Source: an optimization exercise on an open RTL-to-GDS flow (aim: small area, a short achievable clock period and few clock cycles per item). Production flows keep margins and buffers that such runs may drop.
Where RTL was checked, it was by simulation tests only, not by an equivalence proof against the original.
The clock port is modelled as an ideal driver; clocking choices that lean on that would not hold on a real chip.

==> inputs of run a <==
Design xu_aes, start of the top module:
module xu_aes (
    input  wire         clk,
    input  wire         rst,         
    input  wire         in_valid,
    output wire         in_ready,
    input  wire         in_key256,   
    input  wire [255:0] in_key,
    input  wire [127:0] in_block,
    output reg          out_valid,
    output wire [127:0] out_data
);
clock: 10.0 ns
lec_check: 0
abc_clock_period_in_ps: 5000
cap_margin: 20
core_margin: 2
core_utilization: 50
place_density: 0.6
setup_slack_margin: 5
slew_margin: 20
standard.sh (not shown) runs the stock make flow with config.mk's settings and CLKGATE_MAP_FILE= SYNTH_SCRIPT=/design/flow/synth_recipe.tcl, a recipe that flattens the netlist after the stock synthesis.
==> flow/flow/run.sh <==
#!/bin/bash
set -euo pipefail
W=$(pwd)
SETUP_MARGIN=6.2
cat > "$W/my_synth.tcl" <<EOT
proc abc {args} {
  set i [lsearch -exact \$args -script]
  if {\$i >= 0} { set args [lreplace \$args \$i [expr {\$i + 1}] -script $W/flow/abc_nf.script] }
  puts "abc with flow/abc_nf.script: \$args"
  yosys abc {*}\$args
}
source $W/synth_recipe.tcl
EOT
bash standard.sh SYNTH_SCRIPT="$W/my_synth.tcl" \
  BUFFER_PORTS_ARGS="-buffer_cell sky130_fd_sc_hd__buf_1" \
  SETUP_SLACK_MARGIN="$SETUP_MARGIN" finish > "$W/standard.log" 2>&1
==> flow/flow/abc_nf.script <==
strash
&get -n
&fraig -x
&put
scorr
dc2
dretime
strash
&get -n
&dch -f
&nf -R 10
&put
buffer -c
topo
stime -c
upsize -c
dnsize -c
==> run b: changes against run a <==
--- a/flow/design.v
+++ b/flow/design.v
@@ -250,20 +250,19 @@
   wire       order_ok_n = !q_act_n || !q_k256_n || (q_rnd_n >= 4'd4);
   always @(posedge clk) begin
     if (rst)
       r_ready <= 1'b1;
     else
       r_ready <= !p_cont_n && order_ok_n;
   end
-  wire [127:0] act_w, k256_w, last_w;
+  wire [127:0] act_w, k256_w;
   generate
     for (gi = 0; gi < 128; gi = gi + 1) begin : g_ctl
       assign act_w[gi]  = p_cont[gi * NC / 128];
       assign k256_w[gi] = p_k256[gi * NC / 128];
-      assign last_w[gi] = p_last[gi * NC / 128];
     end
   endgenerate
   wire [287:0] m_nxt;
   wire  [71:0] km_nxt;
   generate
     for (gi = 0; gi < 16; gi = gi + 1) begin : g_sa
       xu_aes_sbox_top u_top (.a(q_state[8*gi +: 8]), .m(m_nxt[18*gi +: 18]));
@@ -325,17 +324,17 @@
   wire [31:0]  rc      = {24'd0, p_rot ? p_rcon : 8'd0};
   wire [31:0]  k0      = p_ka[31:0] ^ rc;
   wire [31:0]  k1      = k0 ^ p_ka[63:32];
   wire [31:0]  k2      = k1 ^ p_ka[95:64];
   wire [31:0]  k3      = k2 ^ p_ka[127:96];
   wire [31:0]  kw_t    = p_rot ? kw_rot : ksub;
   wire [127:0] knext   = {k3, k2, k1, k0} ^ {4{kw_t}};
-  wire [127:0] k128    = {k3, k2, k1, k0} ^ {4{kw_rot}};
-  wire [127:0] rkey    = (k256_w & p_kb) | (~k256_w & k128);
-  wire [127:0] round_out = sr ^ (mx & ~last_w) ^ rkey;
+  wire [127:0] rkey    = (k256_w & p_kb) | (~k256_w & knext);
+  wire [127:0] last_out  = sr ^ rkey;
+  wire [127:0] round_out = last_out ^ mx;
   wire [127:0] state_nxt = (act_w & round_out) | (~act_w & (in_block ^ in_key[127:0]));
   wire [127:0] kb_in  = {in_key256 ? in_key[255:224] : in_key[127:96], in_key[223:128]};
   integer c;
   always @(posedge clk) begin
     for (c = 0; c < NC; c = c + 1) begin
       if (rst)
         q_act[c] <= 1'b0;
@@ -344,15 +343,15 @@
       q_k256[c] <= p_cont[c] ? p_k256[c] : in_key256;
     end
     if (rst)
       out_valid <= 1'b0;
     else
       out_valid <= p_act && p_last[0];
     q_state <= state_nxt;
-    r_out   <= round_out;
+    r_out   <= last_out;
     q_ka    <= (act_w & rkey) | (~act_w & in_key[127:0]);
     q_kb    <= (act_w & knext) | (~act_w & kb_in);
     if (p_cont[0]) begin
       q_rnd  <= p_rnd;
       q_rcon <= p_rot ? xtime(p_rcon) : p_rcon;
       q_rot  <= !p_k256[0] || !p_rot;
     end else begin
--- a/flow/flow/run.sh
+++ b/flow/flow/run.sh
@@ -1,11 +1,11 @@
 #!/bin/bash
 set -euo pipefail
 W=$(pwd)
-SETUP_MARGIN=6.2
+SETUP_MARGIN=6.5
 cat > "$W/my_synth.tcl" <<EOT
 proc abc {args} {
   set i [lsearch -exact \$args -script]
   if {\$i >= 0} { set args [lreplace \$args \$i [expr {\$i + 1}] -script $W/flow/abc_nf.script] }
   puts "abc with flow/abc_nf.script: \$args"
   yosys abc {*}\$args
 }
- CTS_BUF_LIST: unset -> sky130_fd_sc_hd__clkbuf_8
- CTS_CLUSTER_SIZE: unset -> 20
- PLACE_DENSITY: 0.6 -> 0.7
==> run c: changes against run a <==
--- a/flow/design.v
+++ b/flow/design.v
@@ -221,24 +221,25 @@
   reg [NC-1:0] q_k256;
   reg  [3:0]  q_rnd;       
   reg  [7:0]  q_rcon;
   reg         q_rot;       
   reg [127:0] q_state;
   reg [127:0] q_ka;        
   reg [127:0] q_kb;        
+  reg  [31:0] q_kw;        
   reg         p_act;
   reg [NC-1:0] p_k256;
   reg  [3:0]  p_rnd;       
   reg [NC-1:0] p_last;     
   reg [NC-1:0] p_cont;     
   reg  [7:0]  p_rcon;
   reg         p_rot;
   reg [287:0] p_m;         
   reg  [71:0] p_km;        
-  reg [127:0] p_ka;
+  reg [127:0] p_kp;        
   reg [127:0] p_kb;
   reg [127:0] r_out;       
   assign out_data = r_out;
   genvar gi;
   wire order_ok = !q_act[0] || !q_k256[0] || (q_rnd >= 4'd4);
   reg  r_ready;
   assign in_ready = r_ready;
@@ -250,30 +251,30 @@
   wire       order_ok_n = !q_act_n || !q_k256_n || (q_rnd_n >= 4'd4);
   always @(posedge clk) begin
     if (rst)
       r_ready <= 1'b1;
     else
       r_ready <= !p_cont_n && order_ok_n;
   end
-  wire [127:0] act_w, k256_w, last_w;
+  wire [127:0] act_w, k256_w;
   generate
     for (gi = 0; gi < 128; gi = gi + 1) begin : g_ctl
       assign act_w[gi]  = p_cont[gi * NC / 128];
       assign k256_w[gi] = p_k256[gi * NC / 128];
-      assign last_w[gi] = p_last[gi * NC / 128];
     end
   endgenerate
+  wire [31:0]  q_rc    = {24'd0, q_rot ? q_rcon : 8'd0};
   wire [287:0] m_nxt;
   wire  [71:0] km_nxt;
   generate
     for (gi = 0; gi < 16; gi = gi + 1) begin : g_sa
       xu_aes_sbox_top u_top (.a(q_state[8*gi +: 8]), .m(m_nxt[18*gi +: 18]));
     end
     for (gi = 0; gi < 4; gi = gi + 1) begin : g_ka
-      xu_aes_sbox_top u_top (.a(q_kb[96 + 8*gi +: 8]), .m(km_nxt[18*gi +: 18]));
+      xu_aes_sbox_top u_top (.a(q_kw[8*gi +: 8]), .m(km_nxt[18*gi +: 18]));
     end
   endgenerate
   always @(posedge clk) begin
     if (rst)
       p_act <= 1'b0;
     else
       p_act <= q_act[0];
@@ -284,15 +285,18 @@
       p_cont <= {NC{1'b0}};
     else
       p_cont <= q_act & ~((q_k256 & {NC{q_rnd == 4'd13}}) | (~q_k256 & {NC{q_rnd == 4'd9}}));
     p_rcon <= q_rcon;
     p_rot  <= q_rot;
     p_m    <= m_nxt;
     p_km   <= km_nxt;
-    p_ka   <= q_ka;
+    p_kp   <= {q_ka[127:96] ^ q_ka[95:64] ^ q_ka[63:32] ^ q_ka[31:0] ^ q_rc,
+               q_ka[95:64] ^ q_ka[63:32] ^ q_ka[31:0] ^ q_rc,
+               q_ka[63:32] ^ q_ka[31:0] ^ q_rc,
+               q_ka[31:0] ^ q_rc};
     p_kb   <= q_kb;
   end
   wire [127:0] sb;
   wire  [31:0] ksub;
   generate
     for (gi = 0; gi < 16; gi = gi + 1) begin : g_sb
       xu_aes_sbox_bot u_bot (.m(p_m[18*gi +: 18]), .y(sb[8*gi +: 8]));
@@ -317,48 +321,48 @@
       wire [7:0] t  = a0 ^ a1 ^ a2 ^ a3;
       assign mx[32*gi +: 8]      = t ^ xtime(a0 ^ a1);
       assign mx[32*gi + 8 +: 8]  = t ^ xtime(a1 ^ a2);
       assign mx[32*gi + 16 +: 8] = t ^ xtime(a2 ^ a3);
       assign mx[32*gi + 24 +: 8] = t ^ xtime(a3 ^ a0);
     end
   endgenerate
-  wire [31:0]  kw_rot  = {ksub[7:0], ksub[31:8]};
-  wire [31:0]  rc      = {24'd0, p_rot ? p_rcon : 8'd0};
-  wire [31:0]  k0      = p_ka[31:0] ^ rc;
-  wire [31:0]  k1      = k0 ^ p_ka[63:32];
-  wire [31:0]  k2      = k1 ^ p_ka[95:64];
-  wire [31:0]  k3      = k2 ^ p_ka[127:96];
-  wire [31:0]  kw_t    = p_rot ? kw_rot : ksub;
-  wire [127:0] knext   = {k3, k2, k1, k0} ^ {4{kw_t}};
-  wire [127:0] k128    = {k3, k2, k1, k0} ^ {4{kw_rot}};
-  wire [127:0] rkey    = (k256_w & p_kb) | (~k256_w & k128);
-  wire [127:0] round_out = sr ^ (mx & ~last_w) ^ rkey;
+  wire [31:0]  k0      = p_kp[31:0];
+  wire [31:0]  k1      = p_kp[63:32];
+  wire [31:0]  k2      = p_kp[95:64];
+  wire [31:0]  k3      = p_kp[127:96];
+  wire [127:0] knext   = {k3, k2, k1, k0} ^ {4{ksub}};
+  wire [127:0] rkey    = (k256_w & p_kb) | (~k256_w & knext);
+  wire [127:0] last_out  = sr ^ rkey;
+  wire [127:0] round_out = last_out ^ mx;
   wire [127:0] state_nxt = (act_w & round_out) | (~act_w & (in_block ^ in_key[127:0]));
-  wire [127:0] kb_in  = {in_key256 ? in_key[255:224] : in_key[127:96], in_key[223:128]};
+  wire [31:0]  kw_in  = in_key256 ? in_key[255:224] : in_key[127:96];
+  wire         rot_n  = !p_k256[0] || !p_rot;       
+  wire [31:0]  kw_n   = rot_n ? {knext[103:96], knext[127:104]} : knext[127:96];
   integer c;
   always @(posedge clk) begin
     for (c = 0; c < NC; c = c + 1) begin
       if (rst)
         q_act[c] <= 1'b0;
       else
         q_act[c] <= p_cont[c] || (in_valid && order_ok);
       q_k256[c] <= p_cont[c] ? p_k256[c] : in_key256;
     end
     if (rst)
       out_valid <= 1'b0;
     else
       out_valid <= p_act && p_last[0];
     q_state <= state_nxt;
-    r_out   <= round_out;
+    r_out   <= last_out;
     q_ka    <= (act_w & rkey) | (~act_w & in_key[127:0]);
-    q_kb    <= (act_w & knext) | (~act_w & kb_in);
+    q_kb    <= (act_w & knext) | (~act_w & in_key[255:128]);
+    q_kw    <= p_cont[0] ? kw_n : {kw_in[7:0], kw_in[31:8]};
     if (p_cont[0]) begin
       q_rnd  <= p_rnd;
       q_rcon <= p_rot ? xtime(p_rcon) : p_rcon;
-      q_rot  <= !p_k256[0] || !p_rot;
+      q_rot  <= rot_n;
     end else begin
       q_rnd  <= 4'd0;
       q_rcon <= 8'h01;
       q_rot  <= 1'b1;
     end
   end
 endmodule
==> flow/flow/run.sh (replaced) <==
#!/bin/bash
set -euo pipefail
W=$(pwd)
SETUP_MARGIN=6.4
cat > "$W/my_synth.tcl" <<EOT
proc abc {args} {
  set i [lsearch -exact \$args -script]
  if {\$i >= 0} { set args [lreplace \$args \$i [expr {\$i + 1}] -script $W/flow/abc_nf.script] }
  puts "abc with flow/abc_nf.script: \$args"
  yosys abc {*}\$args
}
source $W/synth_recipe.tcl
EOT
bash standard.sh SYNTH_SCRIPT="$W/my_synth.tcl" \
  BUFFER_PORTS_ARGS="-buffer_cell sky130_fd_sc_hd__buf_1" \
  SETUP_SLACK_MARGIN="$SETUP_MARGIN" \
  CTS_ARGS="-sink_clustering_enable -repair_clock_nets -buf_list sky130_fd_sc_hd__clkbuf_16 -sink_clustering_size 20 -sink_clustering_max_diameter 100 -dont_use_dummy_load" \
  finish > "$W/standard.log" 2>&1
- CTS_BUF_LIST: unset -> sky130_fd_sc_hd__clkbuf_16
- CTS_CLUSTER_DIAMETER: unset -> 100
- CTS_CLUSTER_SIZE: unset -> 20
==> run d: changes against run a <==
--- a/flow/design.v
+++ b/flow/design.v
@@ -212,82 +212,54 @@
     output reg          out_valid,
     output wire [127:0] out_data
 );
   function [7:0] xtime;
     input [7:0] b;
     xtime = {b[6:0], 1'b0} ^ (b[7] ? 8'h1b : 8'h00);
   endfunction
-  localparam NC = 1;
-  reg [NC-1:0] q_act;      
-  reg [NC-1:0] q_k256;
+  reg         q_act;       
+  reg         q_k256;
   reg  [3:0]  q_rnd;       
   reg  [7:0]  q_rcon;
   reg         q_rot;       
   reg [127:0] q_state;
   reg [127:0] q_ka;        
   reg [127:0] q_kb;        
   reg         p_act;
-  reg [NC-1:0] p_k256;
+  reg         p_k256;
   reg  [3:0]  p_rnd;       
-  reg [NC-1:0] p_last;     
-  reg [NC-1:0] p_cont;     
+  reg         p_last;      
   reg  [7:0]  p_rcon;
   reg         p_rot;
   reg [287:0] p_m;         
   reg  [71:0] p_km;        
   reg [127:0] p_ka;
   reg [127:0] p_kb;
-  reg [127:0] r_out;       
-  assign out_data = r_out;
-  genvar gi;
-  wire order_ok = !q_act[0] || !q_k256[0] || (q_rnd >= 4'd4);
-  reg  r_ready;
-  assign in_ready = r_ready;
-  wire       lastq0     = q_k256[0] ? (q_rnd == 4'd13) : (q_rnd == 4'd9);
-  wire       p_cont_n   = q_act[0] && !lastq0;
-  wire       q_act_n    = p_cont[0] || (in_valid && order_ok);
-  wire       q_k256_n   = p_cont[0] ? p_k256[0] : in_key256;
-  wire [3:0] q_rnd_n    = p_cont[0] ? p_rnd : 4'd0;
-  wire       order_ok_n = !q_act_n || !q_k256_n || (q_rnd_n >= 4'd4);
-  always @(posedge clk) begin
-    if (rst)
-      r_ready <= 1'b1;
-    else
-      r_ready <= !p_cont_n && order_ok_n;
-  end
-  wire [127:0] act_w, k256_w, last_w;
-  generate
-    for (gi = 0; gi < 128; gi = gi + 1) begin : g_ctl
-      assign act_w[gi]  = p_cont[gi * NC / 128];
-      assign k256_w[gi] = p_k256[gi * NC / 128];
-      assign last_w[gi] = p_last[gi * NC / 128];
-    end
-  endgenerate
+  assign out_data = q_state;
+  wire order_ok = !q_act || !q_k256 || (q_rnd >= 4'd4);
+  assign in_ready = !p_act && order_ok;
   wire [287:0] m_nxt;
   wire  [71:0] km_nxt;
+  genvar gi;
   generate
     for (gi = 0; gi < 16; gi = gi + 1) begin : g_sa
       xu_aes_sbox_top u_top (.a(q_state[8*gi +: 8]), .m(m_nxt[18*gi +: 18]));
     end
     for (gi = 0; gi < 4; gi = gi + 1) begin : g_ka
       xu_aes_sbox_top u_top (.a(q_kb[96 + 8*gi +: 8]), .m(km_nxt[18*gi +: 18]));
     end
   endgenerate
   always @(posedge clk) begin
     if (rst)
       p_act <= 1'b0;
     else
-      p_act <= q_act[0];
+      p_act <= q_act;
     p_k256 <= q_k256;
     p_rnd  <= q_rnd + 4'd1;
-    p_last <= (q_k256 & {NC{q_rnd == 4'd13}}) | (~q_k256 & {NC{q_rnd == 4'd9}});
-    if (rst)
-      p_cont <= {NC{1'b0}};
-    else
-      p_cont <= q_act & ~((q_k256 & {NC{q_rnd == 4'd13}}) | (~q_k256 & {NC{q_rnd == 4'd9}}));
+    p_last <= q_k256 ? (q_rnd == 4'd13) : (q_rnd == 4'd9);
     p_rcon <= q_rcon;
     p_rot  <= q_rot;
     p_m    <= m_nxt;
     p_km   <= km_nxt;
     p_ka   <= q_ka;
     p_kb   <= q_kb;
   end
@@ -326,39 +298,36 @@
   wire [31:0]  k0      = p_ka[31:0] ^ rc;
   wire [31:0]  k1      = k0 ^ p_ka[63:32];
   wire [31:0]  k2      = k1 ^ p_ka[95:64];
   wire [31:0]  k3      = k2 ^ p_ka[127:96];
   wire [31:0]  kw_t    = p_rot ? kw_rot : ksub;
   wire [127:0] knext   = {k3, k2, k1, k0} ^ {4{kw_t}};
   wire [127:0] k128    = {k3, k2, k1, k0} ^ {4{kw_rot}};
-  wire [127:0] rkey    = (k256_w & p_kb) | (~k256_w & k128);
-  wire [127:0] round_out = sr ^ (mx & ~last_w) ^ rkey;
-  wire [127:0] state_nxt = (act_w & round_out) | (~act_w & (in_block ^ in_key[127:0]));
-  wire [127:0] kb_in  = {in_key256 ? in_key[255:224] : in_key[127:96], in_key[223:128]};
-  integer c;
+  wire [127:0] rkey    = p_k256 ? p_kb : k128;
+  wire [127:0] addend    = p_act ? rkey : in_block ^ in_key[127:0];
+  wire [127:0] state_nxt = (sr & {128{p_act}}) ^ (mx & {128{p_act && !p_last}}) ^ addend;
   always @(posedge clk) begin
-    for (c = 0; c < NC; c = c + 1) begin
-      if (rst)
-        q_act[c] <= 1'b0;
-      else
-        q_act[c] <= p_cont[c] || (in_valid && order_ok);
-      q_k256[c] <= p_cont[c] ? p_k256[c] : in_key256;
-    end
-    if (rst)
+    if (rst) begin
+      q_act     <= 1'b0;
       out_valid <= 1'b0;
-    else
-      out_valid <= p_act && p_last[0];
+    end else begin
+      q_act     <= p_act ? !p_last : (in_valid && order_ok);
+      out_valid <= p_act && p_last;
+    end
     q_state <= state_nxt;
-    r_out   <= round_out;
-    q_ka    <= (act_w & rkey) | (~act_w & in_key[127:0]);
-    q_kb    <= (act_w & knext) | (~act_w & kb_in);
-    if (p_cont[0]) begin
+    if (p_act) begin
+      q_k256 <= p_k256;
       q_rnd  <= p_rnd;
       q_rcon <= p_rot ? xtime(p_rcon) : p_rcon;
-      q_rot  <= !p_k256[0] || !p_rot;
+      q_rot  <= !p_k256 || !p_rot;
+      q_ka   <= p_k256 ? p_kb : knext;
+      q_kb   <= knext;
     end else begin
+      q_k256 <= in_key256;
       q_rnd  <= 4'd0;
       q_rcon <= 8'h01;
       q_rot  <= 1'b1;
+      q_ka   <= in_key[127:0];
+      q_kb   <= in_key256 ? in_key[255:128] : in_key[127:0];
     end
   end
 endmodule
--- a/flow/flow/run.sh
+++ b/flow/flow/run.sh
@@ -1,11 +1,11 @@
 #!/bin/bash
 set -euo pipefail
 W=$(pwd)
-SETUP_MARGIN=6.2
+SETUP_MARGIN=6.5
 cat > "$W/my_synth.tcl" <<EOT
 proc abc {args} {
   set i [lsearch -exact \$args -script]
   if {\$i >= 0} { set args [lreplace \$args \$i [expr {\$i + 1}] -script $W/flow/abc_nf.script] }
   puts "abc with flow/abc_nf.script: \$args"
   yosys abc {*}\$args
 }
==> comparison table <==
quantity                                                                        run b       run d       run a       run c
Run status                                                   timing/DRC/antenna clean  timing/DRC/antenna clean  timing/DRC/antenna clean  timing/DRC/antenna clean
Max FO, Critical Path                                                               3           3           4           4
Portion of the clock cycle consumed by the worst path in the final layout       35.8%       35.9%       37.4%       36.4%
Total length of routed met3 wires                                            13100 um    18200 um    11800 um     9760 um
Vias                                                                            42000       46900       43000       40800
GR Layer Usage met1                                                             40.9%       48.4%       43.6%       42.4%
Met3 capacity usage during global routing                                       4.72%       6.18%       3.73%       3.53%
Synthesized instance count                                                       5736        6463        6199        5959
Top layer used by detailed routing                                               met5        met5        met5        met4
Avg Cell Area, Syn                                                         9.76 sq um  8.93 sq um  9.49 sq um  9.59 sq um
Met1 layer wirelength in the final routing                                   77300 um    92000 um    88300 um    84000 um
Share of the synthesized netlist area taken by xor and xnor gates               38.2%       36.8%       38.2%       38.2%
Cell count after placement                                                       7625        8362        8152        7873
Seq Cell Count                                                                   1162        1032        1162        1194
Clock tree sinks                                                                 1162        1032        1162        1194
Number of buffers created by CTS                                                  187         111         121          70
Share of synthesized area spent on multiplexers                                 1.70%      0.850%       2.23%      0.648%
Average wire length per cell after detail routing                             22.9 um     24.6 um     23.4 um     23.4 um
Buffering overhead                                                              4.37%       4.48%       3.67%       3.56%
Post-cts resize count                                                             274         124           8          14
Growth of design area from synthesis to finish                                  21.0%       16.7%       14.9%       11.7%
Testbench counts of run b, summed over its fixed seeds: cycles 24,800, blocks 2,048.
Testbench counts of run c, summed over its fixed seeds: cycles 24,800, blocks 2,048.
Testbench counts of run d, summed over its fixed seeds: cycles 26,824, blocks 2,048.
The RTL of run a was laid out without a check of its function.

-- re-timing with driven ports --
The flow's constraints put no driver on any port. The routed layouts listed below were extracted and timed again, unchanged, in two steps.
Step 1 assumes that a clkbuf_16 drives the clock port and a buf_2 every other input.
Step 2 adds t to the input delays and takes it off the output delays; t is the mean of the earliest and latest rising clock arrival at the registers after step 1. Input paths then give back, and output paths get back, about the clock's delay inside the block.
a / b / c = ideal ports / drivers / drivers and shift; a / b = the first two.
run | t, ns | setup WS [ns] | hold WS [ns] | worst setup path at the end | worst data-port slew with drivers (ns)
run a | 0.804 | 6.255 / 6.255 / 6.255 | 0.322 / 0.322 / 0.322 | register to register | 0.17
run b | 0.927 | 6.420 / 6.420 / 6.419 | 0.307 / 0.307 / 0.307 | input to register | 0.14
run c | 0.722 | 6.365 / 6.365 / 6.268 | 0.325 / 0.325 / 0.325 | input to register | 0.19
run d | 0.802 | 6.406 / 6.327 / 5.876 | 0.315 / 0.315 / 0.315 | input to register | 0.18
After both steps every run listed still meets setup and hold. For run d, which loses most, drivers alone change the setup slack by -0.079 ns; drivers and shift together by -0.530 ns.
